Background: an optimization exercise with open tools, aiming at small area, a short achievable clock period and few clock cycles. Do not read the settings as production practice.
Only simulation tests tie the RTL to the original design; equivalence was not proved.
No activity file was given, so power comes from the tool's default toggle rates.

===== design/flow/design.v =====
module sp_profile (
    input  wire        clk,
    input  wire        rst,
    input  wire        in_valid,
    output wire        in_ready,
    input  wire        in_init,
    input  wire [15:0] in_target,
    input  wire [31:0] in_vmax,
    input  wire [31:0] in_amax,
    input  wire [31:0] in_jmax,
    output reg         out_valid,
    output reg  [15:0] out_sp,
    output wire [32:0] out_v,
    output wire [32:0] out_a
);
    localparam [2:0] IDLE = 3'd0, S1 = 3'd1, MUL = 3'd2, SQ = 3'd3, S2 = 3'd4, S3 = 3'd5;
    reg  [2:0]  st;
    reg  signed [39:0] p;
    reg  signed [32:0] v;
    reg  signed [32:0] a;
    reg  signed [15:0] tgt;
    reg  [31:0] vmax, amax, jmax;
    reg         init;
    reg  [40:0] rmag;      
    reg         rneg;      
    reg         cruise;    
    reg  [65:0] x;         
    reg  [35:0] rem;
    reg  [32:0] root;
    reg  [5:0]  cnt;
    assign out_v = v;
    assign out_a = a;
    function [5:0] msb;    
        input [40:0] w;
        integer i;
        begin
            msb = 6'd0;
            for (i = 0; i < 41; i = i + 1)
                if (w[i]) msb = i[5:0];
        end
    endfunction
    wire signed [40:0] t30  = {{10{tgt[15]}}, tgt, 15'd0};
    wire        on_tgt = (p == t30[39:0]);
    wire        fin1   = init || (vmax == 32'd0) || on_tgt;
    wire signed [40:0] r    = t30 - {p[39], p};
    wire signed [40:0] rn   = {p[39], p} - t30;
    wire        [40:0] r_abs = r[40] ? rn : r;
    wire signed [33:0] vmx  = {2'b00, vmax};
    wire signed [33:0] amx  = {2'b00, amax};
    wire signed [33:0] jmx  = {2'b00, jmax};
    wire signed [32:0] v_lim = (v > vmx) ? vmx[32:0] : (v < -vmx) ? -vmx[32:0] : v;
    wire signed [32:0] a_lim = (a > amx) ? amx[32:0] : (a < -amx) ? -amx[32:0] : a;
    wire [5:0]  la = msb({9'd0, amax});
    wire [5:0]  lv = msb({9'd0, vmax});
    wire [5:0]  lr = msb(r_abs);
    wire        sure = ({1'b0, la} + {1'b0, lr}) >= ({lv, 1'b0} + 7'd1);
    wire [65:0] x_mul  = {x[64:0], 1'b0} + ((amax[cnt[4:0]]) ? {24'd0, rmag, 1'b0} : 66'd0);
    wire [6:0]  lsum   = {1'b0, la} + {1'b0, lr} + 7'd2;
    wire [1:0]  pair   = x[{cnt, 1'b0} +: 2];
    wire [35:0] rem_sh = {rem[33:0], pair};
    wire [35:0] trial  = {1'b0, root, 2'b01};
    wire        fits   = rem_sh >= trial;
    wire [31:0] m     = (cruise || {1'b0, root} >= {1'b0, vmax}) ? vmax : root[31:0];
    wire signed [33:0] vdes = rneg ? -$signed({2'b00, m}) : $signed({2'b00, m});
    wire signed [34:0] aj_lo = a - jmx;
    wire signed [34:0] aj_hi = a + jmx;
    wire signed [34:0] lo    = (aj_lo < -amx) ? -amx : aj_lo;
    wire signed [34:0] hi    = (aj_hi > amx) ? amx : aj_hi;
    wire signed [34:0] dv    = vdes - v;
    wire signed [34:0] a_new = (dv < lo) ? lo : (dv > hi) ? hi : dv;
    wire signed [34:0] vsum  = v + a_new;
    wire signed [34:0] v_new = (vsum > vmx) ? vmx : (vsum < -vmx) ? -vmx : vsum;
    wire [32:0] vabs = v[32] ? -v : v;
    wire        land = (v != 33'sd0) && (v[32] == rneg) && ({8'd0, vabs} >= rmag);
    wire signed [41:0] psum  = $signed({{2{p[39]}}, p}) + v;
    wire signed [39:0] p_add = (psum > 42'sh007fffffffff) ? 40'sh7fffffffff :
                               (psum < -42'sh008000000000) ? 40'sh8000000000 : psum[39:0];
    wire signed [40:0] p_rnd = {p_add[39], p_add} + 41'sd16384;
    wire signed [25:0] p_q   = p_rnd[40:15];
    wire        [15:0] sp_q  = (p_q > 26'sd32767) ? 16'h7fff : (p_q < -26'sd32768) ? 16'h8000 : p_q[15:0];
    wire last = (st == IDLE) || (st == S1 && fin1) || (st == S3);
    assign in_ready = last;
    wire take = in_valid && last;
    always @(posedge clk) begin
        if (take) begin
            tgt  <= in_target;
            vmax <= in_vmax;
            amax <= in_amax;
            jmax <= in_jmax;
            init <= in_init;
        end
    end
    always @(posedge clk) begin
        if (rst) begin
            st        <= IDLE;
            p         <= 40'sd0;
            v         <= 33'sd0;
            a         <= 33'sd0;
            out_valid <= 1'b0;
            out_sp    <= 16'd0;
        end else begin
            out_valid <= 1'b0;
            case (st)
                S1: if (fin1) begin
                    p         <= t30[39:0];
                    v         <= 33'sd0;
                    a         <= 33'sd0;
                    out_sp    <= tgt;
                    out_valid <= 1'b1;
                end else begin
                    v      <= v_lim;
                    a      <= a_lim;
                    rmag   <= r_abs;
                    rneg   <= r[40];
                    cruise <= sure;
                    x      <= 66'd0;
                    cnt    <= la;
                end
                MUL: begin
                    x   <= x_mul;
                    cnt <= cnt - 6'd1;
                    if (cnt == 6'd0) begin
                        cnt  <= lsum[6:1];
                        rem  <= 36'd0;
                        root <= 33'd0;
                    end
                end
                SQ: begin
                    rem  <= fits ? rem_sh - trial : rem_sh;
                    root <= {root[31:0], fits};
                    cnt  <= cnt - 6'd1;
                end
                S2: begin
                    v <= v_new[32:0];
                    a <= a_new[32:0];
                end
                S3: begin
                    out_valid <= 1'b1;
                    if (land) begin
                        p      <= t30[39:0];
                        v      <= 33'sd0;
                        a      <= 33'sd0;
                        out_sp <= tgt;
                    end else begin
                        p      <= p_add;
                        out_sp <= sp_q;
                    end
                end
                default: ;
            endcase
            case (st)
                IDLE: if (take) st <= S1;
                S1:   st <= fin1 ? (take ? S1 : IDLE) : (sure ? S2 : MUL);
                MUL:  if (cnt == 6'd0) st <= SQ;
                SQ:   if (cnt == 6'd0) st <= S2;
                S2:   st <= S3;
                S3:   st <= take ? S1 : IDLE;
                default: st <= IDLE;
            endcase
        end
    end
endmodule

===== design/flow/constraint.sdc =====
create_clock -name core_clock -period 40.0 [get_ports {clk}]
set_input_delay 8.0000 -clock core_clock [delete_from_list [all_inputs] [get_ports {clk}]]
set_output_delay 8.0000 -clock core_clock [all_outputs]
set_load 0.01 [all_outputs]

===== design/flow/config.mk =====
export PLATFORM = sky130hd
export DESIGN_NAME = sp_profile
export DESIGN_NICKNAME = sp_profile
export VERILOG_FILES = /design/flow/design.v
export SDC_FILE = /design/flow/constraint.sdc
export NUM_CORES = 4
export LEC_CHECK = 0
export CAP_MARGIN = 20
export CORE_MARGIN = 2
export CORE_UTILIZATION = 40
export SLEW_MARGIN = 20

===== design/flow/run.sh =====
#!/bin/bash
# synth_recipe.tcl (not shown) runs the flow's synth.tcl, then flattens the netlist and writes it again
# the make line also repeats each setting of config.mk as NAME=value (left out here)
make -C /OpenROAD-flow-scripts/flow DESIGN_CONFIG=/design/flow/config.mk WORK_HOME=/design/flow/orfs CLKGATE_MAP_FILE= SYNTH_SCRIPT=/design/flow/synth_recipe.tcl finish

==> impl_summary.log <==
INFO  metric outcome = finished clean
INFO  metric leakage = 23.9 nW
INFO  metric power = 3.50 mW
INFO  metric dr_iter_0_viols = 4,652
INFO  metric cts.root.buffer_cell = sky130_fd_sc_hd__clkbuf_16
INFO  metric place.detailed.hpwl = 158 mm
INFO  metric synth-edff-count = 294
INFO  metric place.gp.congestion = 1.01
INFO  metric n_fill_cell = 12,400
INFO  metric avgRoutedWirePerCell = 25.1 um
INFO  metric globalRouteTotalUtil = 30.0%
INFO  metric syn_area_per_cell = 8.13 um^2
INFO  metric unrepaired_setup_endpoints_after_global_routing = false
INFO  metric critical_path_required = 40,540 ps
INFO  metric htreeDepth = 2
INFO  metric drc_errors = 0
INFO  metric hold_viol = 0
INFO  metric timing.critical_path.to_type = register
INFO  metric total_gr_overflow = 0
INFO  metric clk_pin_slew = 60 ps
INFO  metric core.rowCount = 129
INFO  metric synth_cell_types = 115
INFO  metric worst_hold_path_type = register to register
INFO  metric syn_area = 0.0501 mm^2
INFO  metric yosys_register_bits = 420
INFO  metric fmaxAchievable = 55.1 MHz
INFO  metric timing.critical_path.from_type = register
INFO  metric drtPass1Iterations = 9
INFO  metric chipHeight = 358 um
INFO  metric tritoncts = done
INFO  metric most-common-layout-cells = 691 x sky130_fd_sc_hd__ha_1, 636 x sky130_fd_sc_hd__nor2_1, 534 x sky130_fd_sc_hd__a21oi_1
INFO  metric cts_hold_buffers = 0
INFO  metric num_vias = 48,300
INFO  metric chipWidth = 358 um
INFO  metric clock_skew = 25.8 ps
INFO  metric critPathMaxStageDelay = 900 ps
INFO  metric crit_slowest_cell = sky130_fd_sc_hd__nor2_1
INFO  metric numClockSinks = 420
INFO  metric number_of_global_route_vias_before_repair = 45,700
INFO  metric finalWorstPathRequiredPeriod = 18,140 ps
INFO  metric grt_antenna_before_repair = 13
INFO  metric crit_arrival = 18,680 ps
INFO  metric start_util = 40.4%
INFO  metric cts.repair_timing.setup_buffer_count = 0
INFO  metric dp.cells = 7,827
INFO  metric timing.final.max_slew_violations = 0
INFO  metric power_density = 62.7 mW/mm^2
INFO  metric area_delta_synth_final = 11.4%
INFO  metric core_area = 0.124 mm^2
INFO  metric final_common_cell = sky130_fd_sc_hd__ha_1
INFO  metric floorplan.die_area = 0.128 mm^2
INFO  metric num_io_pins = 200
INFO  metric instances_no_fill = 7,936
INFO  metric cts-root-to-sink-buffers = 3
INFO  metric maximum_number_of_pins_on_one_net_before_global_route_repair = 82
INFO  metric worstPathMaxFanout = 24
INFO  metric drt-vias-per-instance = 6.08
INFO  metric drv.max_cap_violation_count = 0
INFO  metric numCtsBuffers = 56
INFO  metric ys.warnings.count = 1
INFO  metric ir_drop = 72.3 uV
INFO  metric setup_violations = 0
INFO  metric setup.worst_path.class = register to register
INFO  metric drt.antenna.violating_nets = 0
INFO  metric layout_worst_path_cycle_share = 45.3%
INFO  metric design.final.nets = 7,063
INFO  metric grt_first_pass_wirelength = 291 mm
INFO  metric flip_flop_cell_with_the_highest_count_after_synthesis = sky130_fd_sc_hd__edfxtp_1
INFO  metric worst_slew_margin_rel = 20.1%
INFO  metric port_buffers = 199
INFO  metric r2r_slack = 21,860 ps
INFO  metric synth_fp_nets = 6,981
INFO  metric post_route_cells_drive_above_1_share = 5.20%
INFO  metric clock_latency = 680 ps
INFO  metric postSynth.asyncResetShare = 0%
INFO  metric tns = 0 ps
INFO  metric cts.repair.resized = 0
INFO  metric ys_seq_area_share = 22.6%
INFO  metric tightestPinTransition = 1190 ps
INFO  metric wirelength = 199 mm
INFO  metric post_synth_inst_count = 6,166
critical path: cells and delay by family (launching register included):
kind	cells	cell delay (ps)
and+or+nand+nor	19	4870
buffers and inverters	2	360
xor gates and xnor gates	2	290
AOI/OAI and AO/OA	38	9240
adders and majority gates	6	2040
DFF	1	490
muxes	2	660
cells by family after synthesis:
logic type	count (synthesis)	synth area share, %
fa+ha+maj	713	17.8
simple gates	1922	18.6
flops	420	22.6
buf+inv	681	5.23
mux	176	4.34
xor+xnor	444	7.77
compound gates	1810	23.6
routing by layer:
metal / wire length (um) / GRT usage (%) / part of all wire (%) / up-vias
met5: 43 / 0 / 0.022 / -
met4: 11900 / 16.1 / 6.0 / 6
met3: 15300 / 5.75 / 7.7 / 485
met2: 92200 / 50.0 / 46 / 1908
met1: 79400 / 36.6 / 40 / 23000
li1: - / - / - / 22900
worst paths after layout:
check / startpoint / endpoint / cells after the start
min reg2reg: out_sp[15]$_SDFFE_PP0P_ / out_sp[15]$_SDFFE_PP0P_ / 2
min: out_sp[15]$_SDFFE_PP0P_ / out_sp[15]$_SDFFE_PP0P_ / 2
max: vmax[1]$_DFFE_PP_ / v[2]$_SDFFE_PP0P_ / 69
max reg2reg: vmax[1]$_DFFE_PP_ / v[2]$_SDFFE_PP0P_ / 69
layout make-up:
cell class,count,area [um^2],share of cell area (%)
clock inverter,37,398,0.712
inverter,418,1570,2.81
sequential,420,11400,20.3
tap,1637,2050,3.67
timing repair buffer,287,2660,4.77
multi-input combinational,5065,36300,65.0
clock buffer,66,1510,2.71
antenna,6,15.0,0.0269
synthesized netlist by cell type (41+ instances only):
master | instances | area share [%]
sky130_fd_sc_hd__edfxtp_1 | 294 | 18
sky130_fd_sc_hd__nor2b_1 | 88 | 1.1
sky130_fd_sc_hd__dfxtp_1 | 126 | 5.0
sky130_fd_sc_hd__a21oi_1 | 536 | 5.4
sky130_fd_sc_hd__nand2b_1 | 91 | 1.1
sky130_fd_sc_hd__nor3_1 | 163 | 1.6
sky130_fd_sc_hd__a21o_1 | 190 | 2.8
sky130_fd_sc_hd__o31ai_1 | 51 | 0.76
sky130_fd_sc_hd__and2_1 | 41 | 0.51
sky130_fd_sc_hd__a211oi_1 | 58 | 0.87
sky130_fd_sc_hd__nand2_1 | 383 | 2.9
sky130_fd_sc_hd__xor2_1 | 131 | 2.3
sky130_fd_sc_hd__inv_1 | 409 | 3.1
sky130_fd_sc_hd__nor4_1 | 52 | 0.65
sky130_fd_sc_hd__clkbuf_1 | 218 | 1.6
sky130_fd_sc_hd__o21a_1 | 107 | 1.6
sky130_fd_sc_hd__and3_1 | 59 | 0.74
sky130_fd_sc_hd__ha_1 | 691 | 17
sky130_fd_sc_hd__o21ai_0 | 326 | 3.3
sky130_fd_sc_hd__nand4_1 | 109 | 1.4
sky130_fd_sc_hd__o21bai_1 | 51 | 0.76
sky130_fd_sc_hd__mux2i_1 | 111 | 2.2
sky130_fd_sc_hd__xnor2_1 | 312 | 5.5
sky130_fd_sc_hd__a221oi_1 | 54 | 0.94
sky130_fd_sc_hd__a31oi_1 | 69 | 0.86
sky130_fd_sc_hd__nor2_1 | 639 | 4.8
sky130_fd_sc_hd__nand3_1 | 151 | 1.5
report_power, final:
group / switching, mW / internal, mW / total, mW
combinational: 1.52 / 0.887 / 2.41
clock: 0.228 / 0.310 / 0.538
sequential: 0.0514 / 0.502 / 0.554
total: 1.80 / 1.70 / 3.50
through the flow:
stage / worst slack [ps] / cell area [um^2] / hold WS, ps / utilization [%]
global placement: 22830 / 53900 / 496 / 43.5
global route: 20590 / 55800 / 556 / 45.0
floorplan: 25390 / 50100 / 484 / -
finish: 21860 / 55900 / 531 / 45.1
detailed placement: 22470 / 53900 / 492 / 43.5
CTS: 22370 / 55800 / 523 / 45.0
sequential cells by signal, summed over array words and instances (netlist names), 3 cells and up:
signal and flops:
out_sp 16, p 40, rmag 41, x 65
v 33, cnt 6, vmax 32, amax 32
rem 34, tgt 16, jmax 32, st 3
a 33, root 33
Testbench counts, summed over its fixed seeds: cycles 533,858.

## static timing again, ports no longer ideal
How much do the figures lean on ideal ports? The routed layout below was timed once more, with nothing changed but the port constraints.
Step 1: set_driving_cell puts a clkbuf_16 on clk and a buf_2 on each other input, an assumption about the parent block.
Step 2 also shifts input and output timing later by t, the mid clock arrival at the registers, as if the neighbouring blocks saw the same clock.
a / b / c = ideal ports / drivers / drivers and shift; a / b = the first two.
t (ns): 0.748
slack for setup (ns): 21.861 / 21.861 / 21.861
worst setup path at the end: register to register
After both steps setup and hold are still met in this run. The setup slack of this run moves by 0.000 ns with the drivers and by 0.000 ns with both steps.
